From an optimization exercise on the open Yosys and OpenROAD flow, aimed at small area and a short achievable clock period; shortcuts taken in it are not production practice. At most, simulation tests tie the RTL to the original design; equivalence was not proved. Only the layout flow was run in run 3; the RTL was not checked for function there. In every run shown here, the design's own scripts or RTL, not TritonCTS, make the clock network. No driver is modelled on the clock port, so clock power and skew are understated where the tree is cut down; a real chip needs a root buffer or a tree. Power and IR drop assume default switching activity.

$ cat flow/config.mk
export PLATFORM = sky130hd
export DESIGN_NAME = rerok_rx
export DESIGN_NICKNAME = rerok_rx
export VERILOG_FILES = /design/flow/design.v
export SDC_FILE = /design/flow/constraint.sdc
export NUM_CORES = 4
export LEC_CHECK = 0
export CAP_MARGIN = 20
export CORE_AREA = 2.3 2.72 105.8 106.08
export DIE_AREA = 0 0 108.1 108.1
export PLACE_DENSITY = 0.8
export SLEW_MARGIN = 20
$ cat flow/constraint.sdc
create_clock -name core_clock -period 10.0 [get_ports {clk}]
set_input_delay 2.0000 -clock core_clock [delete_from_list [all_inputs] [get_ports {clk}]]
set_output_delay 2.0000 -clock core_clock [all_outputs]
set_load 0.01 [all_outputs]
$ cat flow/design.v
module rerok_rx (
    input  wire        clk,
    input  wire        rst,           
    input  wire        from_board,    
    input  wire        sym_valid,
    input  wire [9:0]  sym,
    output reg         word_valid,
    output wire [5:0]  word_index,
    output wire [31:0] word_data,
    output reg         frame_done,
    output reg  [2:0]  frame_reason,
    output wire [7:0]  frame_type,
    output wire [15:0] frame_seq,
    output wire [7:0]  frame_len
);
    localparam [2:0] R_OK    = 3'd0;
    localparam [2:0] R_CODE  = 3'd1;
    localparam [2:0] R_TYPE  = 3'd2;
    localparam [2:0] R_LEN   = 3'd3;
    localparam [2:0] R_CRC   = 3'd4;
    localparam [2:0] R_FIELD = 3'd5;
    localparam [2:0] S_HUNT  = 3'b000;    
    localparam [2:0] S_COMMA = 3'b001;    
    localparam [2:0] S_HDR   = 3'b100;    
    localparam [2:0] S_PAY   = 3'b101;
    localparam [2:0] S_CRC   = 3'b110;
    localparam [31:0] CRC_RESIDUE = 32'hDEBB20E3;
    function [31:0] crc_byte;
        input [31:0] crc;
        input [7:0]  d;
        integer      k;
        reg   [31:0] c;
        begin
            c = crc;
            for (k = 0; k < 8; k = k + 1) begin
                if (c[0] ^ d[k])
                    c = (c >> 1) ^ 32'hEDB88320;
                else
                    c = c >> 1;
            end
            crc_byte = c;
        end
    endfunction
    reg       in_valid;
    reg       fb;              
    reg       rst_q;           
    reg [9:0] in_sym;
    always @(posedge clk) begin
        in_valid <= sym_valid & ~rst;
        fb       <= from_board;
        rst_q    <= rst;
        in_sym   <= sym;
    end
    reg        rd;             
    wire [5:0] c6 = in_sym[9:4];
    wire [3:0] c4 = in_sym[3:0];
    reg [4:0] dx;
    reg       ok6n, ok6p;
    always @(*) begin
        case (c6)
            6'b000101: begin dx = 5'd23; ok6n = 1'b0; ok6p = 1'b1; end
            6'b000110: begin dx = 5'd8; ok6n = 1'b0; ok6p = 1'b1; end
            6'b000111: begin dx = 5'd7; ok6n = 1'b0; ok6p = 1'b1; end
            6'b001001: begin dx = 5'd27; ok6n = 1'b0; ok6p = 1'b1; end
            6'b001010: begin dx = 5'd4; ok6n = 1'b0; ok6p = 1'b1; end
            6'b001011: begin dx = 5'd20; ok6n = 1'b1; ok6p = 1'b1; end
            6'b001100: begin dx = 5'd24; ok6n = 1'b0; ok6p = 1'b1; end
            6'b001101: begin dx = 5'd12; ok6n = 1'b1; ok6p = 1'b1; end
            6'b001110: begin dx = 5'd28; ok6n = 1'b1; ok6p = 1'b1; end
            6'b010001: begin dx = 5'd29; ok6n = 1'b0; ok6p = 1'b1; end
            6'b010010: begin dx = 5'd2; ok6n = 1'b0; ok6p = 1'b1; end
            6'b010011: begin dx = 5'd18; ok6n = 1'b1; ok6p = 1'b1; end
            6'b010100: begin dx = 5'd31; ok6n = 1'b0; ok6p = 1'b1; end
            6'b010101: begin dx = 5'd10; ok6n = 1'b1; ok6p = 1'b1; end
            6'b010110: begin dx = 5'd26; ok6n = 1'b1; ok6p = 1'b1; end
            6'b010111: begin dx = 5'd15; ok6n = 1'b1; ok6p = 1'b0; end
            6'b011000: begin dx = 5'd0; ok6n = 1'b0; ok6p = 1'b1; end
            6'b011001: begin dx = 5'd6; ok6n = 1'b1; ok6p = 1'b1; end
            6'b011010: begin dx = 5'd22; ok6n = 1'b1; ok6p = 1'b1; end
            6'b011011: begin dx = 5'd16; ok6n = 1'b1; ok6p = 1'b0; end
            6'b011100: begin dx = 5'd14; ok6n = 1'b1; ok6p = 1'b1; end
            6'b011101: begin dx = 5'd1; ok6n = 1'b1; ok6p = 1'b0; end
            6'b011110: begin dx = 5'd30; ok6n = 1'b1; ok6p = 1'b0; end
            6'b100001: begin dx = 5'd30; ok6n = 1'b0; ok6p = 1'b1; end
            6'b100010: begin dx = 5'd1; ok6n = 1'b0; ok6p = 1'b1; end
            6'b100011: begin dx = 5'd17; ok6n = 1'b1; ok6p = 1'b1; end
            6'b100100: begin dx = 5'd16; ok6n = 1'b0; ok6p = 1'b1; end
            6'b100101: begin dx = 5'd9; ok6n = 1'b1; ok6p = 1'b1; end
            6'b100110: begin dx = 5'd25; ok6n = 1'b1; ok6p = 1'b1; end
            6'b100111: begin dx = 5'd0; ok6n = 1'b1; ok6p = 1'b0; end
            6'b101000: begin dx = 5'd15; ok6n = 1'b0; ok6p = 1'b1; end
            6'b101001: begin dx = 5'd5; ok6n = 1'b1; ok6p = 1'b1; end
            6'b101010: begin dx = 5'd21; ok6n = 1'b1; ok6p = 1'b1; end
            6'b101011: begin dx = 5'd31; ok6n = 1'b1; ok6p = 1'b0; end
            6'b101100: begin dx = 5'd13; ok6n = 1'b1; ok6p = 1'b1; end
            6'b101101: begin dx = 5'd2; ok6n = 1'b1; ok6p = 1'b0; end
            6'b101110: begin dx = 5'd29; ok6n = 1'b1; ok6p = 1'b0; end
            6'b110001: begin dx = 5'd3; ok6n = 1'b1; ok6p = 1'b1; end
            6'b110010: begin dx = 5'd19; ok6n = 1'b1; ok6p = 1'b1; end
            6'b110011: begin dx = 5'd24; ok6n = 1'b1; ok6p = 1'b0; end
            6'b110100: begin dx = 5'd11; ok6n = 1'b1; ok6p = 1'b1; end
            6'b110101: begin dx = 5'd4; ok6n = 1'b1; ok6p = 1'b0; end
            6'b110110: begin dx = 5'd27; ok6n = 1'b1; ok6p = 1'b0; end
            6'b111000: begin dx = 5'd7; ok6n = 1'b1; ok6p = 1'b0; end
            6'b111001: begin dx = 5'd8; ok6n = 1'b1; ok6p = 1'b0; end
            6'b111010: begin dx = 5'd23; ok6n = 1'b1; ok6p = 1'b0; end
            default: begin dx = c6[4:0]; ok6n = 1'b0; ok6p = 1'b0; end
        endcase
    end
    wire alt_n = (c6 == 6'b100011) || (c6 == 6'b010011) || (c6 == 6'b001011);
    wire alt_p = (c6 == 6'b110100) || (c6 == 6'b101100) || (c6 == 6'b011100);
    reg [2:0] dy;
    reg       ok4n, ok4p;
    always @(*) begin
        ok4n = 1'b1;
        ok4p = 1'b1;
        case (c4)
            4'b1011: begin dy = 3'd0; ok4p = 1'b0; end
            4'b0100: begin dy = 3'd0; ok4n = 1'b0; end
            4'b1001:       dy = 3'd1;
            4'b0101:       dy = 3'd2;
            4'b1100: begin dy = 3'd3; ok4p = 1'b0; end
            4'b0011: begin dy = 3'd3; ok4n = 1'b0; end
            4'b1101: begin dy = 3'd4; ok4p = 1'b0; end
            4'b0010: begin dy = 3'd4; ok4n = 1'b0; end
            4'b1010:       dy = 3'd5;
            4'b0110:       dy = 3'd6;
            4'b1110: begin dy = 3'd7; ok4p = 1'b0; ok4n = ~alt_n; end
            4'b0111: begin dy = 3'd7; ok4p = 1'b0; ok4n =  alt_n; end
            4'b0001: begin dy = 3'd7; ok4n = 1'b0; ok4p = ~alt_p; end
            4'b1000: begin dy = 3'd7; ok4n = 1'b0; ok4p =  alt_p; end
            default: begin dy = c4[2:0]; ok4n = 1'b0; ok4p = 1'b0; end
        endcase
    end
    wire pos6 = (c6 == 6'b000111) || (c6 == 6'b001111) || (c6 == 6'b010111) || (c6 == 6'b011011) || (c6 == 6'b011101) || (c6 == 6'b011110) ||
                      (c6 == 6'b011111) || (c6 == 6'b100111) || (c6 == 6'b101011) || (c6 == 6'b101101) || (c6 == 6'b101110) || (c6 == 6'b101111) ||
                      (c6 == 6'b110011) || (c6 == 6'b110101) || (c6 == 6'b110110) || (c6 == 6'b110111) || (c6 == 6'b111001) || (c6 == 6'b111010) ||
                      (c6 == 6'b111011) || (c6 == 6'b111100) || (c6 == 6'b111101) || (c6 == 6'b111110) || (c6 == 6'b111111);
    wire neg6 = (c6 == 6'b000000) || (c6 == 6'b000001) || (c6 == 6'b000010) || (c6 == 6'b000011) || (c6 == 6'b000100) || (c6 == 6'b000101) ||
                      (c6 == 6'b000110) || (c6 == 6'b001000) || (c6 == 6'b001001) || (c6 == 6'b001010) || (c6 == 6'b001100) || (c6 == 6'b010000) ||
                      (c6 == 6'b010001) || (c6 == 6'b010010) || (c6 == 6'b010100) || (c6 == 6'b011000) || (c6 == 6'b100000) || (c6 == 6'b100001) ||
                      (c6 == 6'b100010) || (c6 == 6'b100100) || (c6 == 6'b101000) || (c6 == 6'b110000) || (c6 == 6'b111000);
    wire pos4 = (c4 == 4'b0011) || (c4 == 4'b0111) || (c4 == 4'b1011) || (c4 == 4'b1101) || (c4 == 4'b1110) || (c4 == 4'b1111);
    wire neg4 = (c4 == 4'b0000) || (c4 == 4'b0001) || (c4 == 4'b0010) || (c4 == 4'b0100) || (c4 == 4'b1000) || (c4 == 4'b1100);
    wire rd_mid  = pos6 | (rd & ~neg6);
    wire rd_next = pos4 | (rd_mid & ~neg4);
    wire data_n   = ok6n & (pos6 ? ok4p : ok4n);
    wire data_p   = ok6p & (neg6 ? ok4n : ok4p);
    always @(posedge clk) begin
        if (rst_q)
            rd <= 1'b0;
        else if (in_valid)
            rd <= rd_next;
    end
    reg       d_valid;
    reg [7:0] dbyte;           
    reg       is_data;         
    reg       is_comma;        
    always @(posedge clk) begin
        d_valid  <= in_valid & ~rst;
        dbyte    <= {dy, dx};
        is_data  <= rd ? data_p : data_n;
        is_comma <= rd ? (in_sym == 10'b1100000101) : (in_sym == 10'b0011111010);
    end
    reg  [2:0]  state;
    reg  [7:0]  f_type;
    reg  [15:0] f_seq;
    reg  [7:0]  f_len;
    reg  [1:0]  bc;            
    reg  [5:0]  wi;            
    reg  [31:0] crc;
    reg  [31:0] wsr;           
    reg         field_bad;
    reg         crc_end;       
    assign word_index = wi;
    assign word_data  = wsr;
    assign frame_type = f_type;
    assign frame_seq  = f_seq;
    assign frame_len  = f_len;
    reg        t_ok;           
    wire [3:0] t_lo = f_type[3:0];
    wire [5:0] len6 = f_len[5:0];
    reg type_ok;
    always @(*) begin
        case (dbyte)
            8'h03, 8'h06, 8'h09:        type_ok = 1'b1;
            8'h04, 8'h05:               type_ok = fb;
            8'h01, 8'h02, 8'h07, 8'h08: type_ok = ~fb;
            default:                    type_ok = 1'b0;
        endcase
    end
    reg len_ok;
    always @(*) begin
        case (t_lo)
            4'h1:    len_ok = (dbyte == 8'd7);
            4'h2:    len_ok = (dbyte >= 8'd3) && (dbyte <= 8'd33) && dbyte[0];
            4'h3:    len_ok = (dbyte == 8'd2);
            4'h4:    len_ok = (dbyte == 8'd2);
            4'h5:    len_ok = (dbyte >= 8'd3) && (dbyte <= 8'd35);
            4'h6:    len_ok = (dbyte == 8'd3) || (dbyte == 8'd4);
            4'h7:    len_ok = (dbyte == 8'd3);
            4'h8:    len_ok = (dbyte == 8'd4);
            default: len_ok = (dbyte >= 8'd3) && (dbyte <= 8'd19);
        endcase
    end
    wire [5:0] nrep     = wsr[29:24];
    wire [7:0] mgt_stat = wsr[31:24];
    wire [1:0] mgt_op   = wsr[17:16];
    wire [3:0] mgt_cnt  = wsr[23:20];
    wire [5:0] len_m3   = len6 - 6'd3;
    wire [5:0] len_m4   = len6 - 6'd4;
    wire is_sts = (t_lo == 4'h5);
    wire is_hb  = (t_lo == 4'h6);
    wire is_mgt = (t_lo == 4'h9);
    wire len_3  = (len6 == 6'd3);
    wire len_4  = (len6 == 6'd4);
    wire len_nrep = (nrep == len_m3);                  
    wire len_cnt  = ({2'b00, mgt_cnt} == len_m4);      
    reg field_ok;
    always @(*) begin
        field_ok = 1'b1;
        if (fb) begin
            if (is_sts)
                field_ok = len_nrep;
            else if (is_hb)
                field_ok = len_4;
            else if (is_mgt) begin
                if (mgt_stat != 8'd0 || mgt_op == 2'd1)
                    field_ok = len_3;
                else if (mgt_op == 2'd0)
                    field_ok = len_cnt;
            end
        end else begin
            if (is_hb)
                field_ok = len_3;
            else if (is_mgt) begin
                if (mgt_op == 2'd1)
                    field_ok = len_cnt;
                else if (mgt_op == 2'd0)
                    field_ok = len_3;
            end
        end
    end
    wire in_frame  = state[2];
    wire last_word = (wi + 6'd1 == len6);
    always @(posedge clk) begin
        if (d_valid) begin
            crc <= is_comma ? 32'hFFFFFFFF : crc_byte(crc, dbyte);
            bc  <= is_comma ? 2'd0 : bc + 2'd1;
            if (is_comma)
                wi <= 6'd62;
            else if (bc == 2'd0)
                wi <= wi + 6'd1;
            wsr <= {dbyte, wsr[31:8]};
            if (state == S_COMMA) begin
                f_type <= dbyte;
                t_ok   <= type_ok;
            end
            if (state == S_HDR && bc == 2'd1)
                f_seq[7:0] <= dbyte;
            if (state == S_HDR && bc == 2'd2)
                f_seq[15:8] <= dbyte;
            if (state == S_HDR && bc == 2'd3) begin
                f_len <= dbyte;
            end
            if (state == S_PAY && wi == 6'd1 && bc == 2'd3)
                field_bad <= ~field_ok;
        end
    end
    always @(posedge clk) begin
        if (rst_q)
            state <= S_HUNT;
        else if (d_valid) begin
            if (is_comma)
                state <= S_COMMA;
            else if (!is_data)
                state <= S_HUNT;
            else begin
                case (state)
                    S_COMMA:
                        state <= (dbyte == 8'hC5 || dbyte == 8'h50) ? S_HUNT : S_HDR;
                    S_HDR:
                        if (bc == 2'd3)
                            state <= (t_ok && len_ok) ? S_PAY : S_HUNT;
                    S_PAY:
                        if (bc == 2'd3 && last_word)
                            state <= S_CRC;
                    S_CRC:
                        if (bc == 2'd3)
                            state <= S_HUNT;
                    default: ;
                endcase
            end
        end
    end
    always @(posedge clk) begin
        if (rst) begin
            word_valid <= 1'b0;
            frame_done <= 1'b0;
            crc_end    <= 1'b0;
        end else begin
            word_valid <= d_valid && is_data && state == S_PAY && bc == 2'd3;
            crc_end    <= d_valid && is_data && state == S_CRC && bc == 2'd3;
            frame_done <= crc_end ||
                          (d_valid && (is_data ? (state == S_HDR && bc == 2'd3 && !(t_ok && len_ok))
                                               : in_frame));
        end
    end
    always @(posedge clk) begin
        if (crc_end)
            frame_reason <= (crc != CRC_RESIDUE) ? R_CRC :
                            field_bad ? R_FIELD : R_OK;
        else if (!is_data)
            frame_reason <= R_CODE;
        else
            frame_reason <= !t_ok ? R_TYPE : R_LEN;
    end
endmodule
$ cat flow/flow/run.sh
#!/bin/bash
# Standard layout with these changes:
# - synthesis: the standard flow's synthesis script, with an area-oriented ABC mapping script
#   (flow/abc_area.script) in place of ORFS's abc_speed.script; everything else
#   (registers, -nofsm -noshare, flattening, renaming) is the standard flow's own;
# - plain buf_2 cells as the port buffers;
# - between placement and routing, flow/post_place.tcl (output isolation, a
#   shallow clock distribution and setup repair) in place of TritonCTS.
# Each tool's output goes to a log of its own here (synth.log, place.log,
# post_place.log, finish.log) besides ORFS's own logs under orfs/logs.
set -euo pipefail
RES=$PWD/orfs/results/sky130hd/rerok_rx/base
# ORFS's scripts folder, with the ABC script replaced, for the synthesis step only
rm -rf scripts
cp -r "$FLOW_HOME/scripts" scripts
cp flow/abc_area.script scripts/abc_speed.script
bash standard.sh SCRIPTS_DIR=$PWD/scripts synth > synth.log 2>&1
export BUFFER_PORTS_ARGS="-buffer_cell sky130_fd_sc_hd__buf_2"
bash standard.sh place > place.log 2>&1
RES=$RES RT_MARGIN=7.33 ISO_MIN=2 NROOT=4 NLEAF=4 LEAF=inv_16 ROOT=inv_8 \
  openroad -no_init -exit flow/post_place.tcl > post_place.log 2>&1
bash standard.sh finish > finish.log 2>&1
$ cat flow/flow/abc_area.script
&get -n
&st
&syn2
&dch
&nf -a
&put
$ cat flow/flow/post_place.tcl
# Runs between placement and routing, in place of TritonCTS.
#
# 1. Output isolation: where the register behind an output port's buffer also
#    drives ISO_MIN or more other pins, those pins get a buf_1 of their own, so
#    that the register drives little more than the port buffer.
# 3. Setup repair (resizing and buffering) aimed at a period of 10 ns less
#    RT_MARGIN, where RT_MARGIN is above 0.
set plat $::env(FLOW_HOME)/platforms/sky130hd
set res $::env(RES)
read_lef $plat/lef/sky130_fd_sc_hd.tlef
read_lef $plat/lef/sky130_fd_sc_hd_merged.lef
read_liberty $plat/lib/sky130_fd_sc_hd__tt_025C_1v80.lib
read_db $res/3_place.odb
read_sdc $res/3_place.sdc
source $plat/setRC.tcl

set block [ord::get_db_block]

# --- output isolation
set iso_min $::env(ISO_MIN)
set n 0
foreach bt [$block getBTerms] {
  if {[$bt getIoType] ne "OUTPUT"} { continue }
  set buf ""
  foreach it [[$bt getNet] getITerms] {
    if {[$it isOutputSignal]} { set buf [$it getInst] }
  }
  if {$buf eq ""} { continue }
  set inet [[$buf findITerm A] getNet]
  set others {}
  foreach it [$inet getITerms] {
    if {[$it isInputSignal] && [$it getInst] ne $buf} {
      lappend others [sta::find_pin "[[$it getInst] getName]/[[$it getMTerm] getName]"]
    }
  }
  if {[llength $others] >= $iso_min} {
    insert_buffer -buffer_cell sky130_fd_sc_hd__buf_1 -net [sta::find_net [$inet getName]] -load_pins $others
    incr n
  }
}
puts "output isolation buffers: $n"

# --- clock distribution
set clknet [$block findNet clk]
$clknet setSigType CLOCK
set nroot $::env(NROOT)
set nleaf $::env(NLEAF)
set leafm [[ord::get_db] findMaster sky130_fd_sc_hd__$::env(LEAF)]
set rootm [[ord::get_db] findMaster sky130_fd_sc_hd__$::env(ROOT)]

proc bisect {pts n axis} {
  if {$n <= 1} { return [list $pts] }
  set pts [lsort -integer -index $axis $pts]
  set h [expr {[llength $pts] / 2}]
  return [concat [bisect [lrange $pts 0 [expr {$h - 1}]] [expr {$n / 2}] [expr {1 - $axis}]] \
                 [bisect [lrange $pts $h end] [expr {$n / 2}] [expr {1 - $axis}]]]
}

proc outterm {inst} {
  set t [$inst findITerm X]
  if {$t eq "NULL"} { set t [$inst findITerm Y] }
  return $t
}

proc drive {name master grp innet} {
  set block [ord::get_db_block]
  set inst [odb::dbInst_create $block $master $name]
  set net [odb::dbNet_create $block ${name}_net]
  $net setSigType CLOCK
  set sx 0
  set sy 0
  foreach e $grp {
    lassign $e x y term
    $term disconnect
    $term connect $net
    incr sx $x
    incr sy $y
  }
  [$inst findITerm A] connect $innet
  [outterm $inst] connect $net
  set cx [expr {$sx / [llength $grp]}]
  set cy [expr {$sy / [llength $grp]}]
  $inst setLocation $cx $cy
  $inst setPlacementStatus PLACED
  return [list $cx $cy [$inst findITerm A]]
}

set pts {}
foreach it [$clknet getITerms] {
  set bb [[$it getInst] getBBox]
  lappend pts [list [expr {([$bb xMin] + [$bb xMax]) / 2}] [expr {([$bb yMin] + [$bb yMax]) / 2}] $it]
}
puts "clock sinks: [llength $pts]"
set leaves {}
set g 0
foreach grp [bisect $pts $nleaf 0] {
  lappend leaves [drive clkleaf_$g $leafm $grp $clknet]
  incr g
}
if {$nroot > 0} {
  set g 0
  foreach grp [bisect $leaves $nroot 0] {
    drive clkroot_$g $rootm $grp $clknet
    incr g
  }
}

detailed_placement
set_propagated_clock [all_clocks]
estimate_parasitics -placement

# 3. Setup repair aimed at a period of 10 ns less RT_MARGIN.
if {$::env(RT_MARGIN) > 0} {
  repair_timing -setup -setup_margin $::env(RT_MARGIN)
  detailed_placement
  estimate_parasitics -placement
}
check_placement -verbose
report_clock_latency
set w 0
foreach pin [all_registers -clock_pins] {
  foreach e {rise fall} { set w [expr {max($w, [get_property $pin slew_max_$e])}] }
}
puts "estimated worst clock pin slew: $w"
report_checks -path_delay max -format end -group_path_count 10
report_checks -path_delay max -fields {fanout cap slew}
write_db $res/4_1_cts.odb
write_sdc -no_timestamp $res/4_cts.sdc
$ cat flow/standard.sh
#!/bin/bash
# synth_recipe.tcl (not shown) runs the flow's synth.tcl, then flattens the netlist and writes it again
# the make line also repeats each setting of config.mk as NAME=value (left out here)
make -C /OpenROAD-flow-scripts/flow DESIGN_CONFIG=/design/flow/config.mk WORK_HOME=/design/flow/orfs CLKGATE_MAP_FILE= SYNTH_SCRIPT=/design/flow/synth_recipe.tcl "${@:-finish}"
==> out/metrics.csv, run 1 <==
metric,value,unit
status,"complete, no violations",
setup_violations,0,
synth_compound_area_share,12.4,%
comb_power_share,23.8,%
grt_usage,26.1,%
syn_area,0.00660,mm²
p_switching,0.000404,W
worstPathRequired,8000,ps
r2r.worst_path.cells,10,
worstSetupPathType,reg -> out,
holdWs,460,ps
yosys.area_share.simple,15.0,%
crit_arrival,740,ps
hold_depth,1,
hp-class,reg -> reg,
rrSetupSlack,7310,ps
drt_first_pass_iters,5,
grt_pass1_vias,5040,
start_util,61.7,%
multi_input_area,0.00273,mm²
grt_pass1_wl,24.5,mm
critical_path_buf_inv_count,1,
path_clk_slew,110,ps
clock_latency,130,ps
synth_area_leader_cell,edfxtp_1,
power_density,166,mW/mm²
die_y,108,µm
grt_overflow,0,
grt_max_degree,76,
fillers,750,
final_nets,747,
insertedDiodeCount,0,
rows,38,
syn-mean-instance-area,11.4,µm²
die_w,108,µm
rsz0062_at_grt,false,
fin_tns_setup,0,ps
period_share,27.4,%
synth_xor_area_share,10.7,%
final_cell_mix,"106 x edfxtp_1, 88 x buf_2, 56 x nand2_1, 43 x nor2_1, 41 x a21oi_1",
cap_viol_max_count,0,
switching_share,31.8,%
antenna_found_initial,0,
io_buffers,88,
slew_viol_final,0,
power_leakage,2.74,nW
slew_headroom,43.6,%
finalClockSkew,14.0,ps
place.gp.congestion,0.870,
r2r-end,field_bad,
synth.ff_latch_count,140,
drive_above_1_share,16.6,%
yosysSeqAreaShare,58.5,%
hold_violations,0,
worstPathCellList,buf_2,
slowest_stage,edfxtp_1,
hold_end,d_valid,
ant_nets,0,
cp-start-kind,flip-flop,
mostFrequentLayoutCell,edfxtp_1,
synthMuxAreaShare,0.303,%
slowest_delay,450,ps
routed_wl,15.8,mm
areaGrowthSynthToFinish,15.4,%
p_clk_share,18.2,%
ys_warn_count,1,
synthAdderAreaFrac,2.05,%
core,0.0107,mm²
dp_hpwl,10.4,mm
die_area,0.0117,mm²
ir_worst_vdd,122,µV
num_vias,5285,
vias_per_cell,6.14,
critPathTopFamily,flip-flops,
drtIter0Drc,559,
io_pins,89,
synth-main-ff-cell,edfxtp_1,
p_seq_share,57.9,%
end_kind,output port,
intPower,0.000865,W
drc,0,
min_from,in_valid,
ys_types,57,
regArea,0.00387,mm²
max_slew.worst_pin.slew,845,ps
syn_inst,581,
routedWlPerCell,18.4,µm
synth_nets,605,
worstReg2RegStart,f_len[3],
netlist.area_leader.share,48.2,%
async_flop_share,0,%
ys_top_cells_by_area,"edfxtp_1 48%, dfxtp_1 10%, xnor2_1 5.6%, xor2_1 5.2%, nand2_1 3.2%",
synth_edf_count,106,
synth_top_family_by_area,simple AND/OR/NAND/NOR gates,
max_freq,365,MHz
layout_min_cycle_time,2740,ps
crit_fanout,2,
-- cell usage after synthesis, drive strengths merged, types with 3 or more instances --
| library cell | count |
|---|---|
| nand2b | 8 |
| or2 | 4 |
| a21oi | 41 |
| dfxtp | 34 |
| a31o | 3 |
| o22ai | 3 |
| nand2 | 56 |
| o31ai | 4 |
| nor4 | 11 |
| edfxtp | 106 |
| nand3 | 22 |
| nor3 | 14 |
| a211oi | 6 |
| clkinv | 18 |
| xor2 | 39 |
| and3 | 6 |
| nor2 | 43 |
| nand4b | 4 |
| a22oi | 4 |
| a2111oi | 3 |
| a31oi | 8 |
| nor4b | 4 |
| nor3b | 3 |
| nand3b | 3 |
| o21ai | 35 |
| nand4 | 4 |
| ha | 10 |
| xnor2 | 42 |
| o211ai | 4 |
| nor2b | 6 |
-- logic make-up after synthesis --
family	after synthesis
adder cells (fa/ha/maj)	11
AND/OR/NAND/NOR	197
buffers and inverters	18
AO/OA/AOI/OAI	132
flip-flops	140
XOR/XNOR	81
multiplexers	2
-- stage by stage --
stage | cells | cell area (µm²) | setup WS, ps | total power [W] | utilization [%]
2_1_floorplan | 581 | 6600 | 6690 | 0.000963 | -
3_3_place_gp | 810 | 7230 | 7240 | 0.00102 | 67.6
3_5_place_dp | 810 | 7230 | 7060 | 0.00104 | 67.6
5_1_grt | 861 | 7620 | 7160 | 0.00132 | 71.3
6_report | 861 | 7620 | 7260 | 0.00127 | 71.3
-- power by group through the flow --
stage	registers [W]	logic, W	clock network (W)
after detailed placement	0.000746	0.000291	0
final	0.000735	0.000302	0.000231
after global routing	0.000739	0.000332	0.000253
after global placement	0.000743	0.000279	0
after floorplan	0.000732	0.000232	0
-- flip-flops by register name (all words and copies together) (netlist names), 2 cells and up --
signal / cells
bc: 2
crc: 32
dbyte: 8
f_len: 8
f_seq: 16
f_type: 8
frame_reason: 3
in_sym: 10
state: 3
wi: 6
wsr: 32
-- area by class of cell --
class / instances / share of cell area, %
repair buffers: 132 / 8.70
multi-input cells: 423 / 35.8
flip-flops and latches: 140 / 50.7
inverters: 26 / 2.53
well taps: 140 / 2.30
-- worst max-delay path by stage --
stage,start,end,cells past startpoint
finish,f_len[5],frame_len[5],1
global route,dbyte[1],crc[20],6
detailed placement,dbyte[1],crc[23],6
global placement,dbyte[1],crc[20],6
floorplan,d_valid,state[0],6
-- layer usage --
layer / global-route usage, % / part of all wire, % / vias to the layer above
li1: - / - / 2444
met1: 33.3 / 39 / 2502
met2: 46.5 / 50 / 294
met3: 2.65 / 8.2 / 45
met4: 9.34 / 3.1 / 0
met5: 0 / 0 / -
==> inputs of run 2 (changes only) <==
--- a/flow/flow/run.sh
+++ b/flow/flow/run.sh
@@ -17,6 +17,6 @@
 bash standard.sh SCRIPTS_DIR=$PWD/scripts synth > synth.log 2>&1
 export BUFFER_PORTS_ARGS="-buffer_cell sky130_fd_sc_hd__buf_2"
 bash standard.sh place > place.log 2>&1
-RES=$RES RT_MARGIN=7.33 ISO_MIN=2 NROOT=4 NLEAF=4 LEAF=inv_16 ROOT=inv_8 \
+RES=$RES RT_MARGIN=7.45 ISO_MIN=2 NROOT=4 NLEAF=4 LEAF=inv_16 ROOT=inv_8 \
   openroad -no_init -exit flow/post_place.tcl > post_place.log 2>&1
 bash standard.sh finish > finish.log 2>&1
==> run 2 against run 1 <==
- critical endpoint is now frame_len[2]
- via count decreased by 0.21%
- total power increased by 0.11%
- sequential share of layout area decreased by 0.092 points
- flip-flop and latch count unchanged
- worst setup slack improved by 1.8 ps
- largest cell class unchanged
- final cell count unchanged
- worst hold slack got worse by 4.8 ps
- die area unchanged
- largest power group unchanged
==> out/metrics.csv, run 2 <==
metric,value,unit
ys_warn_count,1,
die_w,108,µm
hold_violations,0,
status,"complete, no violations",
rsz0062_at_grt,false,
dp_hpwl,10.4,mm
final_nets,747,
place_area,0.00723,mm²
grt_usage,26.1,%
grt_pass1_wl,24.5,mm
insertedDiodeCount,0,
max_freq,365,MHz
switching_share,31.9,%
synth-main-ff-cell,edfxtp_1,
comb_power_share,23.8,%
async_flop_share,0,%
hp-class,reg -> reg,
slowest_delay,440,ps
ys_top_cells_by_area,"edfxtp_1 48%, dfxtp_1 10%, xnor2_1 5.6%, xor2_1 5.2%, nand2_1 3.2%",
drtIter0Drc,509,
utilization,71.5,%
drt_first_pass_iters,5,
worstSetupPathType,reg -> out,
p_seq_share,57.9,%
syn_inst,581,
die_area,0.0117,mm²
io_pins,89,
layout_min_cycle_time,2740,ps
ant_nets,0,
start_util,61.7,%
place.gp.congestion,0.870,
path_clk_slew,110,ps
ir_worst_vdd,121,µV
synth_commonest_cells,"106 x edfxtp_1, 56 x nand2_1, 43 x nor2_1",
slew_headroom,42.8,%
setup_violations,0,
core,0.0107,mm²
routed_wl,15.8,mm
multi_input_area,0.00273,mm²
syn_area,0.00660,mm²
yosysSeqAreaShare,58.5,%
worstPathCellList,buf_2,
syn-mean-instance-area,11.4,µm²
rrSetupSlack,7390,ps
critical_path_buf_inv_count,1,
post-place-ws,7060,ps
fin_ws,7260,ps
rows,38,
drive_above_1_share,17.3,%
stdcell_area,0.00765,mm²
antenna_found_initial,0,
grt_overflow,0,
areaGrowthSynthToFinish,15.8,%
routedWlPerCell,18.4,µm
synth.ff_latch_count,140,
cap_viol_max_count,0,
cp-start-kind,flip-flop,
io_buffers,88,
finalClockSkew,16.9,ps
fillers,749,
fin_tns_setup,0,ps
reg_top3,"crc x32, wsr x32, f_seq x16",
mostFrequentLayoutCell,edfxtp_1,
worstPathRequired,8000,ps
end_kind,output port,
critPathTopFamily,flip-flops,
crit_arrival,740,ps
intPower,0.000865,W
power_leakage,2.75,nW
crit_fanout,2,
netlist.area_leader.share,48.2,%
max_slew.worst_pin.slew,857,ps
p_clk_share,18.3,%
slowest_stage,edfxtp_1,
slew_viol_final,0,
final_cell_mix,"106 x edfxtp_1, 86 x buf_2, 56 x nand2_1, 43 x nor2_1, 41 x a21oi_1",
drc,0,
clock_latency,130,ps
synth.most_common_cell,edfxtp_1,
synth_edf_count,106,
die_y,108,µm
grt_pass1_vias,5042,
power_density,166,mW/mm²
num_vias,5274,
synth_area_leader_cell,edfxtp_1,
p_switching,0.000405,W
period_share,27.4,%
grt_max_degree,76,
synth_nets,605,
ys_types,57,
vias_per_cell,6.13,
regArea,0.00387,mm²
## run 2: changes by cell type in the layout (fill, tap and decap cells not counted)
cell     delta
buf_2       -2
buf_6       +2
dfxtp_1     -4
dfxtp_2     +4
nor4_1      -1
nor4_2      +1
## run 2: kinds of logic after synthesis
kind of cell / share of synthesized area [%]
compound gates: 12.4
xor+xnor: 10.7
fa+ha+maj: 2.05
buf+inv: 1.02
flops: 58.5
mux: 0.303
simple gates: 15.0
## run 2: worst paths after layout
kind,startpoint,endpoint,cells past startpoint
max,f_len[2],frame_len[2],1
min,crc_end,frame_reason[1],1
max reg2reg,dbyte[0],crc[19],6
min reg2reg,crc_end,frame_reason[1],1
## run 2: routing by layer
layer  share of wire (%)  global-route usage (%)  wire length [µm]
met1                  39                    33.2              6150
met2                  50                    46.4              7910
met3                 7.9                    2.77              1250
met4                 3.4                    9.80               531
met5                   0                       0                 0
## run 2: power by group through the flow
stage	logic [W]	clock network (W)	registers [W]
3_3_place_gp	0.000279	0	0.000743
2_1_floorplan	0.000232	0	0.000732
6_report	0.000302	0.000233	0.000735
3_5_place_dp	0.000291	0	0.000746
5_1_grt	0.000333	0.000253	0.000739
## run 2: per-stage QoR
stage               hold WS (ps)  std cells  power, W
finish                       455        861   0.00127
floorplan                    412        581  0.000963
global route                 475        861   0.00132
global placement             430        810   0.00102
detailed placement           430        810   0.00104
## run 2: cell type report
cell class,instances,area share [%]
inverter,26,2.52
multi-input combinational,423,35.7
sequential,140,50.6
tap,140,2.29
timing repair buffer,132,8.84
==> inputs of run 3 (changes only) <==
--- a/flow/design.v
+++ b/flow/design.v
@@ -256,11 +256,8 @@
                 f_type <= dbyte;
                 t_ok   <= type_ok;
             end
-            if (state == S_HDR && bc == 2'd1)
-                f_seq[7:0] <= dbyte;
-            if (state == S_HDR && bc == 2'd2)
-                f_seq[15:8] <= dbyte;
             if (state == S_HDR && bc == 2'd3) begin
+                f_seq <= wsr[31:16];
                 f_len <= dbyte;
             end
             if (state == S_PAY && wi == 6'd1 && bc == 2'd3)
--- a/flow/flow/run.sh
+++ b/flow/flow/run.sh
@@ -17,6 +17,6 @@
 bash standard.sh SCRIPTS_DIR=$PWD/scripts synth > synth.log 2>&1
 export BUFFER_PORTS_ARGS="-buffer_cell sky130_fd_sc_hd__buf_2"
 bash standard.sh place > place.log 2>&1
-RES=$RES RT_MARGIN=7.45 ISO_MIN=2 NROOT=4 NLEAF=4 LEAF=inv_16 ROOT=inv_8 \
+RES=$RES RT_MARGIN=7.38 ISO_MIN=2 NROOT=4 NLEAF=4 LEAF=inv_16 ROOT=inv_8 \
   openroad -no_init -exit flow/post_place.tcl > post_place.log 2>&1
 bash standard.sh finish > finish.log 2>&1
==> run 3 against run 2 <==
- still clean on timing, DRC and antenna
- area after synthesis rose by 1.2%
- worst hold slack improved by 0.84 ps
- total power decreased by 1.3%
- sequential power decreased by 2%
- final cell count is 1.7% higher
- critical endpoint is now frame_len[0]
- largest power group unchanged
==> out/metrics.csv, run 3 <==
metric,value,unit
fin_tns_setup,0,ps
crit_fanout,2,
hold_violations,0,
syn_area,0.00668,mm²
max_slew.worst_pin.slew,960,ps
synth_commonest_cells,"106 x edfxtp_1, 62 x nor2_1, 45 x a21oi_1",
synth_nets,620,
clock_latency,130,ps
critical_path_buf_inv_count,1,
layout_min_cycle_time,2750,ps
rows,38,
die_area,0.0117,mm²
p_switching,0.000402,W
vias_per_cell,6.04,
ir_worst_vdd,106,µV
rsz0062_at_grt,false,
crit_arrival,750,ps
synth-main-ff-cell,edfxtp_1,
synth_area_leader_cell,edfxtp_1,
die_w,108,µm
synth.most_common_cell,edfxtp_1,
io_pins,89,
start_util,62.5,%
reg_top3,"crc x32, wsr x32, f_seq x16",
final_nets,760,
synth_top_family_by_area,simple AND/OR/NAND/NOR gates,
max_freq,364,MHz
slowest_stage,edfxtp_1,
grt_overflow,0,
ys_top_cells_by_area,"edfxtp_1 48%, dfxtp_1 10%, xnor2_1 5.1%, xor2_1 3.9%, nor2_1 3.5%",
ant_nets,0,
drt_first_pass_iters,5,
critPathTopFamily,flip-flops,
synth_xor_area_share,9.72,%
slew_headroom,36.0,%
syn_inst,598,
synth.ff_latch_count,140,
ys_warn_count,1,
yosys.area_share.simple,16.7,%
worstSetupPathType,reg -> out,
drc,0,
hp-class,reg -> reg,
routedWlPerCell,17.5,µm
slew_viol_final,0,
num_vias,5293,
synth_compound_area_share,12.9,%
dp_hpwl,10.4,mm
syn-mean-instance-area,11.2,µm²
p_clk_share,18.5,%
stdcell_area,0.00768,mm²
grt_pass1_wl,24.0,mm
routed_wl,15.3,mm
async_flop_share,0,%
drtIter0Drc,434,
intPower,0.000851,W
switching_share,32.1,%
worstPathCellList,buf_2,
antenna_found_initial,0,
netlist.area_leader.share,47.6,%
end_kind,output port,
areaGrowthSynthToFinish,14.9,%
power_density,163,mW/mm²
place_area,0.00733,mm²
status,"complete, no violations",
ys_types,54,
cap_viol_max_count,0,
grt_pass1_vias,4934,
p_seq_share,57.5,%
core,0.0107,mm²
finalClockSkew,7.86,ps
die_y,108,µm
setup_violations,0,
period_share,27.5,%
grt_usage,25.6,%
synth_edf_count,106,
drive_above_1_share,15.8,%
worstPathRequired,8000,ps
synthMuxAreaShare,0.300,%
insertedDiodeCount,0,
yosysSeqAreaShare,57.8,%
place.gp.congestion,0.926,
synthAdderAreaFrac,1.80,%
cp-start-kind,flip-flop,
slowest_delay,450,ps
utilization,71.8,%
path_clk_slew,110,ps
fillers,758,
mostFrequentLayoutCell,edfxtp_1,
final_cell_mix,"106 x edfxtp_1, 88 x buf_2, 61 x nor2_1, 45 x a21oi_1, 44 x nand2_1",
power_leakage,2.77,nW
grt_max_degree,74,
io_buffers,88,
comb_power_share,24.0,%
==> run 3: cell types whose count changed after synthesis, moves of 4 or more <==
cell	change
a21oi_1	+4
clkinv_1	-4
nand2_1	-12
nand2b_1	+13
nand3_1	-4
nor2_1	+19
nor2b_1	+9
o21ai_0	+7
xor2_1	-9
==> run 3: metrics by stage <==
step / setup WS, ps / total power, W / hold WS (ps) / std cells
floorplan: 6460 / 0.000951 / 426 / 598
global placement: 7250 / 0.00101 / 427 / 829
detailed placement: 7220 / 0.00102 / 430 / 829
global route: 7140 / 0.00132 / 477 / 876
finish: 7250 / 0.00125 / 456 / 876
==> run 3: area by class of cell <==
| cell class | count | area (µm²) | area share [%] |
|---|---|---|---|
| flip-flops and latches | 140 | 3860 | 50.3 |
| well taps | 140 | 175 | 2.28 |
| repair buffers | 130 | 637 | 8.30 |
| inverters | 22 | 178 | 2.31 |
| multi-input cells | 444 | 2820 | 36.8 |
==> run 3: metal layers <==
layer | wire (µm) | part of all wire (%) | track usage [%]
met5 | 0 | 0 | 0
met4 | 417 | 2.7 | 7.42
met3 | 1130 | 7.4 | 2.59
met2 | 7570 | 49 | 44.5
met1 | 6200 | 40 | 34.4
==> run 3: power groups by stage <==
stage	Combinational (W)	Clock, W	Sequential (W)
after floorplan	0.000226	0	0.000724
after global placement	0.000282	0	0.000731
after detailed placement	0.000291	0	0.000733
after global routing	0.000340	0.000255	0.000724
final	0.000300	0.000232	0.000721
==> run 3: cells by family after synthesis <==
logic type                 Yosys count
and+or+nand+nor                    221
AOI/OAI and AO/OA                  140
xor gates and xnor gates            71
DFF                                140
adders and majority gates           10
buffers and inverters               14
muxes                                2
==> run 3: path summary, 6_finish.rpt <==
path	slack, ps	start	cells after the start	to
worst max-delay path	7250	f_len[0]	1	frame_len[0]
worst max register to register	7350	f_len[2]	9	field_bad
worst min-delay path	460	wsr[14]	0	wsr[6]
worst min register to register	460	wsr[14]	0	wsr[6]
==> inputs of run 4 (changes only) <==
--- a/flow/design.v
+++ b/flow/design.v
@@ -256,8 +256,11 @@
                 f_type <= dbyte;
                 t_ok   <= type_ok;
             end
+            if (state == S_HDR && bc == 2'd1)
+                f_seq[7:0] <= dbyte;
+            if (state == S_HDR && bc == 2'd2)
+                f_seq[15:8] <= dbyte;
             if (state == S_HDR && bc == 2'd3) begin
-                f_seq <= wsr[31:16];
                 f_len <= dbyte;
             end
             if (state == S_PAY && wi == 6'd1 && bc == 2'd3)
--- a/flow/flow/run.sh
+++ b/flow/flow/run.sh
@@ -3,7 +3,8 @@
 # - synthesis: the standard flow's synthesis script, with an area-oriented ABC mapping script
 #   (flow/abc_area.script) in place of ORFS's abc_speed.script; everything else
 #   (registers, -nofsm -noshare, flattening, renaming) is the standard flow's own;
-# - plain buf_2 cells as the port buffers;
+# - plain buf_2 cells as the output port buffers, buf_1 as the input ones
+#   (flow/pre_gpl.tcl);
 # - between placement and routing, flow/post_place.tcl (output isolation, a
 #   shallow clock distribution and setup repair) in place of TritonCTS.
 # Each tool's output goes to a log of its own here (synth.log, place.log,
@@ -15,7 +16,8 @@
 cp -r "$FLOW_HOME/scripts" scripts
 cp flow/abc_area.script scripts/abc_speed.script
 bash standard.sh SCRIPTS_DIR=$PWD/scripts synth > synth.log 2>&1
-export BUFFER_PORTS_ARGS="-buffer_cell sky130_fd_sc_hd__buf_2"
+export BUFFER_PORTS_ARGS="-outputs -buffer_cell sky130_fd_sc_hd__buf_2"
+export PRE_GLOBAL_PLACE_TCL=$PWD/flow/pre_gpl.tcl
 bash standard.sh place > place.log 2>&1
 RES=$RES RT_MARGIN=7.38 ISO_MIN=2 NROOT=4 NLEAF=4 LEAF=inv_16 ROOT=inv_8 \
   openroad -no_init -exit flow/post_place.tcl > post_place.log 2>&1
==> flow/flow/pre_gpl.tcl (new file) <==
# Sourced by ORFS's global placement step before it buffers the ports: the
# input ports get buf_1 cells here (they drive one or a few flip-flop inputs);
# ORFS then buffers the outputs with the cell BUFFER_PORTS_ARGS names.
buffer_ports -inputs -buffer_cell sky130_fd_sc_hd__buf_1
==> run 4 against run 3 <==
- critical path type is now reg -> reg
- still clean on timing, DRC and antenna
- worst hold slack got worse by 1.6 ps
- total power rose by 1.4%
- design area fell by 1.1%
==> out/metrics.csv, run 4 <==
metric,value,unit
rows,38,
grt_max_degree,76,
cp-start-kind,flip-flop,
final_nets,738,
ys_types,57,
place_area,0.00716,mm²
grt_overflow,0,
ys_top_cells_by_area,"edfxtp_1 48%, dfxtp_1 10%, xnor2_1 5.6%, xor2_1 5.2%, nand2_1 3.2%",
synth_nets,605,
r2r.worst_path.cells,10,
die_area,0.0117,mm²
period_share,28.6,%
worstSetupPathType,reg -> reg,
finalClockSkew,19.4,ps
synth_edf_count,106,
io_pins,89,
ys_warn_count,1,
worstReg2RegStart,f_len[3],
post-place-ws,7130,ps
drive_above_1_share,15.7,%
hold_violations,0,
io_buffers,88,
slew_viol_final,0,
fin_tns_setup,0,ps
syn_area,0.00660,mm²
hold_depth,0,
mostFrequentLayoutCell,edfxtp_1,
core,0.0107,mm²
status,"complete, no violations",
dp_hpwl,10.4,mm
die_w,108,µm
drc,0,
vias_per_cell,6.23,
yosysSeqAreaShare,58.5,%
slew_headroom,43.7,%
syn-mean-instance-area,11.4,µm²
place.gp.congestion,0.881,
synth.ff_latch_count,140,
synth.most_common_cell,edfxtp_1,
setup_violations,0,
routedWlPerCell,18.8,µm
path_clk_slew,110,ps
grt_pass1_wl,25.4,mm
routed_wl,16.0,mm
antenna_found_initial,0,
cap_viol_max_count,0,
cp-startpoint,f_len[3],
end_kind,flip-flop,
areaGrowthSynthToFinish,15.0,%
insertedDiodeCount,0,
grt_pass1_vias,4962,
crit_arrival,2760,ps
max_freq,350,MHz
final_cell_mix,"106 x edfxtp_1, 75 x buf_2, 56 x nand2_1, 43 x nor2_1, 41 x a21oi_1",
hp-class,reg -> reg,
num_vias,5307,
start_util,61.7,%
rrSetupSlack,7140,ps
holdWs,454,ps
stdcell_area,0.00759,mm²
synth_commonest_cells,"106 x edfxtp_1, 56 x nand2_1, 43 x nor2_1",
worstPathRequired,9900,ps
synth-main-ff-cell,edfxtp_1,
max_slew.worst_pin.slew,844,ps
setup.worst_path.end,field_bad,
grt_usage,27.2,%
r2r-end,field_bad,
power_density,167,mW/mm²
ant_nets,0,
power_leakage,2.71,nW
async_flop_share,0,%
drtIter0Drc,536,
syn_inst,581,
die_y,108,µm
layout_min_cycle_time,2860,ps
rsz0062_at_grt,false,
ir_worst_vdd,112,µV
fillers,743,
synth_area_leader_cell,edfxtp_1,
reg_top3,"crc x32, wsr x32, f_seq x16",
fin_ws,7140,ps
netlist.area_leader.share,48.2,%
clock_latency,130,ps
drt_first_pass_iters,8,
crit_fanout,3,
-- run 4: cell count changes after synthesis, sizes merged, moves of 4 or more --
cell,delta
a21oi,-4
clkinv,+4
nand3,+4
nand2b,-13
nand2,+12
xor2,+9
o21ai,-7
nor2,-19
nor2b,-9
-- run 4: per-stage QoR --
step                      power, W  cells  util, %
after floorplan           0.000963    581        -
after global placement     0.00102    797     67.0
after detailed placement   0.00104    797     67.0
after global routing       0.00133    852     71.0
final                      0.00127    852     71.0
-- run 4: how the worst min path moves through the flow --
| stage | start | slack [ps] | to |
|---|---|---|---|
| final | wsr[12] | 450 | wsr[4] |
| after global routing | wsr[12] | 460 | wsr[4] |
| after detailed placement | wsr[12] | 430 | wsr[4] |
| after global placement | wsr[8] | 430 | wsr[0] |
| after floorplan | crc_end | 410 | frame_reason[1] |
-- run 4: power by group --
part / internal [W] / switching, W
combinational: 0.000128 / 0.000174
clock: 0.0000484 / 0.000186
sequential: 0.000688 / 0.0000470
total: 0.000864 / 0.000407
-- run 4: layer usage --
layer	part of all wire, %	vias up	GRT usage [%]
li1	-	2422	-
met1	39	2509	37.6
met2	49	334	46.2
met3	8.3	42	2.59
met4	3.0	0	7.88
met5	0	-	0
-- run 4: layout make-up --
cell class	count	area [µm²]	area share, %
Sequential cell	140	3870	50.9
Multi-Input combinational cell	423	2730	36.0
Timing Repair Buffer	123	628	8.27
Inverter	26	193	2.54
Tap cell	140	175	2.31
-- run 4: cells by family (layout without fill, tap and decap cells) --
group | Yosys count | in the layout | share of synthesized area [%]
DFF | 140 | 140 | 58.5
adders and majority gates | 11 | 11 | 2.05
xor gates and xnor gates | 81 | 81 | 10.7
and+or+nand+nor | 197 | 197 | 15.0
AOI/OAI and AO/OA | 132 | 132 | 12.4
buffers and inverters | 18 | 149 | 1.02
muxes | 2 | 2 | 0.303
-- run 4: worst max-delay path: stages, from the launching register on --
cell	delay, ps
edfxtp_1	400
buf_1	230
clkinv_1	200
ha_1	290
xnor2_1	310
nand3_1	140
nor4_1	420
nor3_1	110
o21ai_0	190
nand3_1	120
a31o_1	230
==> inputs of run 5 (changes only) <==
==> flow/flow/run.sh (replaced) <==
#!/bin/bash
# Standard layout with these changes:
# - synthesis: the standard flow's synthesis script, with an area-oriented ABC mapping script
#   (flow/abc_area.script) in place of ORFS's abc_speed.script; everything else
#   (registers, -nofsm -noshare, flattening, renaming) is the standard flow's own;
# - plain buf_2 cells as the port buffers;
# - between placement and routing, flow/post_place.tcl (output isolation and a
#   shallow clock distribution) in place of TritonCTS.
set -euo pipefail
RES=$PWD/orfs/results/sky130hd/rerok_rx/base
# ORFS's scripts folder, with the ABC script replaced, for the synthesis step only
rm -rf scripts
cp -r "$FLOW_HOME/scripts" scripts
cp flow/abc_area.script scripts/abc_speed.script
bash standard.sh SCRIPTS_DIR=$PWD/scripts synth > synth.log 2>&1
export BUFFER_PORTS_ARGS="-buffer_cell sky130_fd_sc_hd__buf_2"
bash standard.sh place > place.log 2>&1
RES=$RES ISO_MIN=2 NROOT=4 NLEAF=4 LEAF=inv_16 ROOT=inv_8 \
  openroad -no_init -exit flow/post_place.tcl > post_place.log 2>&1
bash standard.sh finish > finish.log 2>&1
--- a/flow/flow/post_place.tcl
+++ b/flow/flow/post_place.tcl
@@ -3,8 +3,6 @@
 # 1. Output isolation: where the register behind an output port's buffer also
 #    drives ISO_MIN or more other pins, those pins get a buf_1 of their own, so
 #    that the register drives little more than the port buffer.
-# 3. Setup repair (resizing and buffering) aimed at a period of 10 ns less
-#    RT_MARGIN, where RT_MARGIN is above 0.
 set plat $::env(FLOW_HOME)/platforms/sky130hd
 set res $::env(RES)
 read_lef $plat/lef/sky130_fd_sc_hd.tlef
@@ -106,16 +104,9 @@
 }
 
 detailed_placement
+check_placement -verbose
 set_propagated_clock [all_clocks]
 estimate_parasitics -placement
-
-# 3. Setup repair aimed at a period of 10 ns less RT_MARGIN.
-if {$::env(RT_MARGIN) > 0} {
-  repair_timing -setup -setup_margin $::env(RT_MARGIN)
-  detailed_placement
-  estimate_parasitics -placement
-}
-check_placement -verbose
 report_clock_latency
 set w 0
 foreach pin [all_registers -clock_pins] {
--- a/flow/config.mk
+++ b/flow/config.mk
@@ -6,7 +6,7 @@
 export NUM_CORES = 4
 export LEC_CHECK = 0
 export CAP_MARGIN = 20
-export CORE_AREA = 2.3 2.72 105.8 106.08
-export DIE_AREA = 0 0 108.1 108.1
+export CORE_AREA = 2.3 2.72 113.62 111.52
+export DIE_AREA = 0 0 116.045 116.045
 export PLACE_DENSITY = 0.8
 export SLEW_MARGIN = 20
removed: flow/flow/pre_gpl.tcl
==> run 5 against run 4 <==
- still clean on timing, DRC and antenna
- via count shrank 2.7%
- wire length fell by 4.0%
- design area fell by 1.0%
- synthesized cell count is the same
- sequential power decreased by 0.7%
- combinational power about the same
- critical path type unchanged
- largest cell class unchanged
==> out/metrics.csv, run 5 <==
metric,value,unit
p_total,0.00127,W
drive_above_1_share,14.1,%
stdcell_count,878,
insertedDiodeCount,0,
synth_area_leader_cell,edfxtp_1,
layout_min_cycle_time,3000,ps
die_w,116,µm
status,"complete, no violations",
slew_viol_final,0,
io_pins,89,
drc,0,
power_leakage,2.66,nW
rows,40,
vias_per_cell,5.88,
synth_edf_count,106,
synthAdderAreaFrac,2.05,%
ys_types,57,
synth.most_common_cell,edfxtp_1,
r2r.worst_path.cells,6,
max_slew.worst_pin.slew,925,ps
crit_arrival,2870,ps
die_y,116,µm
synth-main-ff-cell,edfxtp_1,
drtIter0Drc,649,
path_clk_slew,110,ps
io_buffers,88,
core,0.0121,mm²
hold_depth,0,
synth_top_family_by_area,simple AND/OR/NAND/NOR gates,
place.gp.congestion,0.910,
slew_headroom,38.3,%
crit_fanout,16,
synth_compound_area_share,12.4,%
fillers,969,
yosys.area_share.simple,15.0,%
rsz0062_at_grt,false,
start_util,54.5,%
grt_max_degree,76,
ant_nets,0,
clock_latency,130,ps
synth_nets,605,
num_vias,5165,
ys_warn_count,1,
grt_usage,22.5,%
dp_hpwl,10.7,mm
ys_top_cells_by_area,"edfxtp_1 48%, dfxtp_1 10%, xnor2_1 5.6%, xor2_1 5.2%, nand2_1 3.2%",
hp-class,reg -> reg,
antenna_found_initial,0,
grt_overflow,0,
grt_pass1_vias,4786,
drt_first_pass_iters,5,
dp_cells,840,
setup_violations,0,
areaGrowthSynthToFinish,13.8,%
routed_wl,15.4,mm
end_kind,flip-flop,
syn_area,0.00660,mm²
cp-start-kind,flip-flop,
syn_inst,581,
period_share,30.0,%
routedWlPerCell,17.6,µm
netlist.area_leader.share,48.2,%
max_freq,333,MHz
synth_xor_area_share,10.7,%
ir_worst_vdd,119,µV
synth_commonest_cells,"106 x edfxtp_1, 56 x nand2_1, 43 x nor2_1",
place_area,0.00728,mm²
final_nets,736,
worstSetupPathType,reg -> reg,
final_cell_mix,"106 x edfxtp_1, 88 x buf_2, 56 x nand2_1, 43 x nor2_1, 42 x xnor2_1",
worstPathRequired,9870,ps
power_density,168,mW/mm²
synthMuxAreaShare,0.303,%
mostFrequentLayoutCell,edfxtp_1,
hold_violations,0,
finalClockSkew,12.8,ps
yosysSeqAreaShare,58.5,%
die_area,0.0135,mm²
syn-mean-instance-area,11.4,µm²
stdcell_area,0.00752,mm²
fin_tns_setup,0,ps
async_flop_share,0,%
reg_top3,"crc x32, wsr x32, f_seq x16",
grt_pass1_wl,24.3,mm
synth.ff_latch_count,140,
cap_viol_max_count,0,
==> run 5: cell types whose count changed in the layout (fill, tap and decap cells not counted), moves of 3 or more <==
cell     previous run  this run
xnor2_2             5         0
xor2_1             36        39
xor2_2              3         0
buf_4              17         3
xnor2_1            37        42
buf_2              75        88
==> run 5: layer usage <==
layer  up-vias  global-route usage (%)  share of wire, %
li1       2429                       -                 -
met1      2503                    30.1                42
met2       214                    40.7                51
met3        19                    1.62               5.2
met4         0                    3.97               1.7
met5         -                       0                 0
==> run 5: critical path: stages (launching register included) <==
cell,delay (ps)
dfxtp_1,690
xor2_1,500
xor2_1,620
xnor2_1,320
xnor2_1,360
xor2_1,190
nand2_1,70
==> run 5: area by class of cell <==
type / instances / area [µm²] / area share [%]
multi-input combinational: 423 / 2670 / 35.6
tap: 168 / 210 / 2.80
sequential: 140 / 3860 / 51.4
timing repair buffer: 121 / 576 / 7.66
inverter: 26 / 193 / 2.56
==> run 5: final timing paths <==
check / from / endpoint / slack (ps)
worst max-delay path: dbyte[1] / crc[20] / 7000
worst min register to register: wsr[15] / wsr[7] / 460
worst min-delay path: wsr[15] / wsr[7] / 460
worst max register to register: dbyte[1] / crc[20] / 7000
==> run 5: report_power, final <==
part / internal, W / switching (W) / leakage, nW
Clock: 0.0000484 / 0.000184 / 0.0633
Sequential: 0.000688 / 0.0000410 / 1.24
Combinational: 0.000126 / 0.000179 / 1.35
Total: 0.000862 / 0.000404 / 2.66
==> run 5: through the flow <==
| step | hold slack (ps) | utilization, % | setup WS, ps |
|---|---|---|---|
| after global routing | 477 | 62.1 | 6740 |
| after detailed placement | 440 | 60.1 | 7040 |
| final | 461 | 62.1 | 7000 |
| after floorplan | 412 | - | 6690 |
| after global placement | 429 | 60.1 | 7230 |
==> run 5: cell families (layout without fill, tap and decap cells) <==
kind of cell             count (synthesis)  after routing
XOR/XNOR                                81             81
flip-flops                             140            140
AND/OR/NAND/NOR                        197            197
adder cells (fa/ha/maj)                 11             11
multiplexers                             2              2
AO/OA/AOI/OAI                          132            132
buffers and inverters                   18            147
==> inputs of run 6 (changes only) <==
==> flow/flow/run.sh (replaced) <==
#!/bin/bash
# Standard layout with these changes:
# - synthesis: the standard flow's synthesis script, with an area-oriented ABC mapping script
#   (flow/abc_area.script) in place of ORFS's abc_speed.script; everything else
#   (registers, -nofsm -noshare, flattening, renaming) is the standard flow's own;
# - plain buf_2 cells as the port buffers;
# - between placement and routing, flow/post_place.tcl (output isolation, a
#   shallow clock distribution and setup repair) in place of TritonCTS.
# Each tool's output goes to a log of its own here (synth.log, place.log,
# post_place.log, finish.log) besides ORFS's own logs under orfs/logs.
set -euo pipefail
RES=$PWD/orfs/results/sky130hd/rerok_rx/base
# ORFS's scripts folder, with the ABC script replaced, for the synthesis step only
rm -rf scripts
cp -r "$FLOW_HOME/scripts" scripts
cp flow/abc_area.script scripts/abc_speed.script
bash standard.sh SCRIPTS_DIR=$PWD/scripts synth > synth.log 2>&1
export BUFFER_PORTS_ARGS="-buffer_cell sky130_fd_sc_hd__buf_2"
bash standard.sh place > place.log 2>&1
RES=$RES RT_MARGIN=7.38 ISO_MIN=2 OUTBUF_NEAR=1 NROOT=4 NLEAF=4 LEAF=inv_16 ROOT=inv_8 \
  openroad -no_init -exit flow/post_place.tcl > post_place.log 2>&1
bash standard.sh finish > finish.log 2>&1
--- a/flow/flow/post_place.tcl
+++ b/flow/flow/post_place.tcl
@@ -2,7 +2,10 @@
 #
 # 1. Output isolation: where the register behind an output port's buffer also
 #    drives ISO_MIN or more other pins, those pins get a buf_1 of their own, so
-#    that the register drives little more than the port buffer.
+#    that the register drives little more than the port buffer. With
+#    OUTBUF_NEAR 1 the port buffer is moved next to that register.
+# 3. Setup repair (resizing and buffering) aimed at a period of 10 ns less
+#    RT_MARGIN, where RT_MARGIN is above 0.
 set plat $::env(FLOW_HOME)/platforms/sky130hd
 set res $::env(RES)
 read_lef $plat/lef/sky130_fd_sc_hd.tlef
@@ -34,6 +37,16 @@
   if {[llength $others] >= $iso_min} {
     insert_buffer -buffer_cell sky130_fd_sc_hd__buf_1 -net [sta::find_net [$inet getName]] -load_pins $others
     incr n
+  }
+  # The port buffer goes next to the register that drives it, so that the
+  # register sees a short wire and the buffer drives the wire to the pin.
+  if {$::env(OUTBUF_NEAR) && [[[$buf findITerm A] getNet] getITerms] ne ""} {
+    foreach it [$inet getITerms] {
+      if {[$it isOutputSignal]} {
+        set bb [[$it getInst] getBBox]
+        $buf setLocation [$bb xMin] [$bb yMin]
+      }
+    }
   }
 }
 puts "output isolation buffers: $n"
@@ -104,9 +117,16 @@
 }
 
 detailed_placement
-check_placement -verbose
 set_propagated_clock [all_clocks]
 estimate_parasitics -placement
+
+# 3. Setup repair aimed at a period of 10 ns less RT_MARGIN.
+if {$::env(RT_MARGIN) > 0} {
+  repair_timing -setup -setup_margin $::env(RT_MARGIN)
+  detailed_placement
+  estimate_parasitics -placement
+}
+check_placement -verbose
 report_clock_latency
 set w 0
 foreach pin [all_registers -clock_pins] {
--- a/flow/config.mk
+++ b/flow/config.mk
@@ -6,7 +6,7 @@
 export NUM_CORES = 4
 export LEC_CHECK = 0
 export CAP_MARGIN = 20
-export CORE_AREA = 2.3 2.72 113.62 111.52
-export DIE_AREA = 0 0 116.045 116.045
+export CORE_AREA = 2.3 2.72 105.8 106.08
+export DIE_AREA = 0 0 108.1 108.1
 export PLACE_DENSITY = 0.8
 export SLEW_MARGIN = 20
==> run 6 against run 5 <==
- sequential share of layout area down 1.5 points
- global-route usage grew 8.3 points
- maximum frequency grew 7.6%
- register-to-register slack improved by 220 ps
- first-iteration DRC count increased by 2.6%
- critical endpoint is now word_data[17]
- largest power group unchanged
==> out/metrics.csv, run 6 <==
metric,value,unit
rows,38,
fin_tns_setup,0,ps
ir_worst_vdd,197,µV
fin_ws,7210,ps
hold_depth,1,
areaGrowthSynthToFinish,17.2,%
cap_viol_max_count,0,
place.gp.congestion,0.870,
crit_fanout,2,
antenna_found_initial,0,
start_util,61.7,%
grt_pass1_vias,5285,
post-place-ws,7060,ps
power_density,165,mW/mm²
synth-main-ff-cell,edfxtp_1,
die_y,108,µm
slowest_stage,edfxtp_1,
cp-startpoint,wsr[17],
reg_top3,"crc x32, wsr x32, f_seq x16",
setup_violations,0,
worstSetupPathType,reg -> out,
grt_overflow,0,
rrSetupSlack,7220,ps
slew_viol_final,0,
die_area,0.0117,mm²
hold_end,frame_reason[1],
ys_top_cells_by_area,"edfxtp_1 48%, dfxtp_1 10%, xnor2_1 5.6%, xor2_1 5.2%, nand2_1 3.2%",
drtIter0Drc,666,
worstPathRequired,8000,ps
r2r.worst_path.cells,10,
max_slew.worst_pin.slew,849,ps
io_pins,89,
finalClockSkew,18.2,ps
async_flop_share,0,%
io_buffers,88,
routed_wl,18.3,mm
synth.most_common_cell,edfxtp_1,
core,0.0107,mm²
fillers,710,
status,"complete, no violations",
syn_inst,581,
end_kind,output port,
max_freq,359,MHz
worstReg2RegStart,f_len[2],
drt_first_pass_iters,7,
ys_types,57,
final_nets,757,
grt_usage,30.7,%
final_cell_mix,"106 x edfxtp_1, 81 x buf_2, 56 x nand2_1, 43 x nor2_1, 41 x a21oi_1",
power_leakage,2.80,nW
slowest_delay,460,ps
dp_cells,810,
period_share,27.9,%
routedWlPerCell,21.0,µm
rsz0062_at_grt,false,
drive_above_1_share,17.8,%
holdWs,458,ps
grt_max_degree,76,
ant_nets,0,
dp_hpwl,10.4,mm
min_from,crc_end,
drc,0,
critPathTopFamily,flip-flops,
layout_min_cycle_time,2790,ps
synth.ff_latch_count,140,
r2r-end,field_bad,
syn-mean-instance-area,11.4,µm²
die_w,108,µm
path_clk_slew,110,ps
critical_path_buf_inv_count,1,
clock_latency,130,ps
num_vias,5524,
ys_warn_count,1,
slew_headroom,43.3,%
synth_edf_count,106,
yosysSeqAreaShare,58.5,%
grt_pass1_wl,28.3,mm
cp-start-kind,flip-flop,
stdcell_count,871,
hp-class,reg -> reg,
synth_nets,605,
crit_arrival,790,ps
synth_area_leader_cell,edfxtp_1,
vias_per_cell,6.34,
hold_violations,0,
insertedDiodeCount,0,
netlist.area_leader.share,48.2,%
worstPathCellList,buf_2,
mostFrequentLayoutCell,edfxtp_1,
syn_area,0.00660,mm²
synth_commonest_cells,"106 x edfxtp_1, 56 x nand2_1, 43 x nor2_1",
run 6: cell count changes in the layout (fill, tap and decap cells not counted):
| cell | previous run | this run |
|---|---|---|
| buf_4 | 3 | 23 |
| buf_6 | 0 | 8 |
| buf_2 | 88 | 81 |
| xnor2_1 | 42 | 38 |
| xnor2_2 | 0 | 4 |
| xor2_1 | 39 | 36 |
| xor2_2 | 0 | 3 |
| dfxtp_1 | 33 | 31 |
| dfxtp_2 | 1 | 3 |
run 6: cells by family (layout without fill, tap and decap cells):
group                      after synthesis  after routing  share of synthesized area [%]
muxes                                    2              2                          0.303
DFF                                    140            140                           58.5
and+or+nand+nor                        197            197                           15.0
xor gates and xnor gates                81             81                           10.7
buffers and inverters                   18            168                           1.02
AOI/OAI and AO/OA                      132            132                           12.4
adders and majority gates               11             11                           2.05
run 6: worst max path at each step:
stage / end / cells past startpoint
2_1_floorplan: state[0] / 6
5_1_grt: field_bad / 10
3_5_place_dp: crc[23] / 6
6_report: word_data[17] / 1
3_3_place_gp: crc[20] / 6
run 6: layer usage:
layer / global-route usage (%) / vias to the layer above / part of all wire, %
met1: 40.2 / 2616 / 38
met5: 0 / - / 0
met2: 51.0 / 370 / 47
met3: 6.57 / 69 / 12
met4: 10.7 / 0 / 3.8
li1: - / 2469 / -
run 6: area by class of cell:
cell class | instances | area, µm² | area share [%]
Timing Repair Buffer | 142 | 781 | 10.1
Multi-Input combinational cell | 423 | 2730 | 35.2
Sequential cell | 140 | 3870 | 50.0
Tap cell | 140 | 175 | 2.26
Inverter | 26 | 193 | 2.49
run 6: where the power goes:
part           switching (W)  total (W)  internal [W]
sequential         0.0000478   0.000735      0.000688
clock               0.000190   0.000238     0.0000484
combinational       0.000174   0.000304      0.000130
run 6: metrics by stage:
stage	utilization, %	total power, W	instance area [µm²]
floorplan	-	0.000963	6600
global placement	67.6	0.00102	7230
detailed placement	67.6	0.00104	7230
global route	72.4	0.00133	7740
finish	72.4	0.00128	7740

==> port drivers added, routing unchanged <==
The results above use ideal ports. As a check the final layouts listed here were re-extracted and re-timed, cells and wires unchanged.
Step 1: set_driving_cell puts a clkbuf_16 on clk and a buf_2 on each other input, an assumption about the parent block.
Step 2 adds t to the input delays and takes it off the output delays; t is the mean of the earliest and latest rising clock arrival at the registers after step 1. Input paths then give back, and output paths get back, about the clock's delay inside the block.
a / b / c = ideal ports / drivers / drivers and shift; a / b = the first two.
run | shift t [ns] | setup slack, ns | worst hold slack (ns) | worst setup path after step 2 | cell pins on the clock port's net
run 1 | 0.250 | 7.257 / 7.130 / 7.313 | 0.460 / 0.460 / 0.460 | register to register | 4
run 2 | 0.250 | 7.259 / 7.133 / 7.383 | 0.455 / 0.455 / 0.455 | register to output | 4
run 3 | 0.251 | 7.254 / 7.127 / 7.348 | 0.456 / 0.456 / 0.456 | register to register | 4
run 4 | 0.252 | 7.140 / 7.129 / 7.140 | 0.454 / 0.454 / 0.454 | register to register | 4
run 5 | 0.253 | 7.001 / 7.001 / 7.001 | 0.461 / 0.461 / 0.461 | register to register | 4
run 6 | 0.252 | 7.213 / 7.086 / 7.222 | 0.458 / 0.458 / 0.458 | register to register | 4
After both steps setup and hold are still met in every run listed.
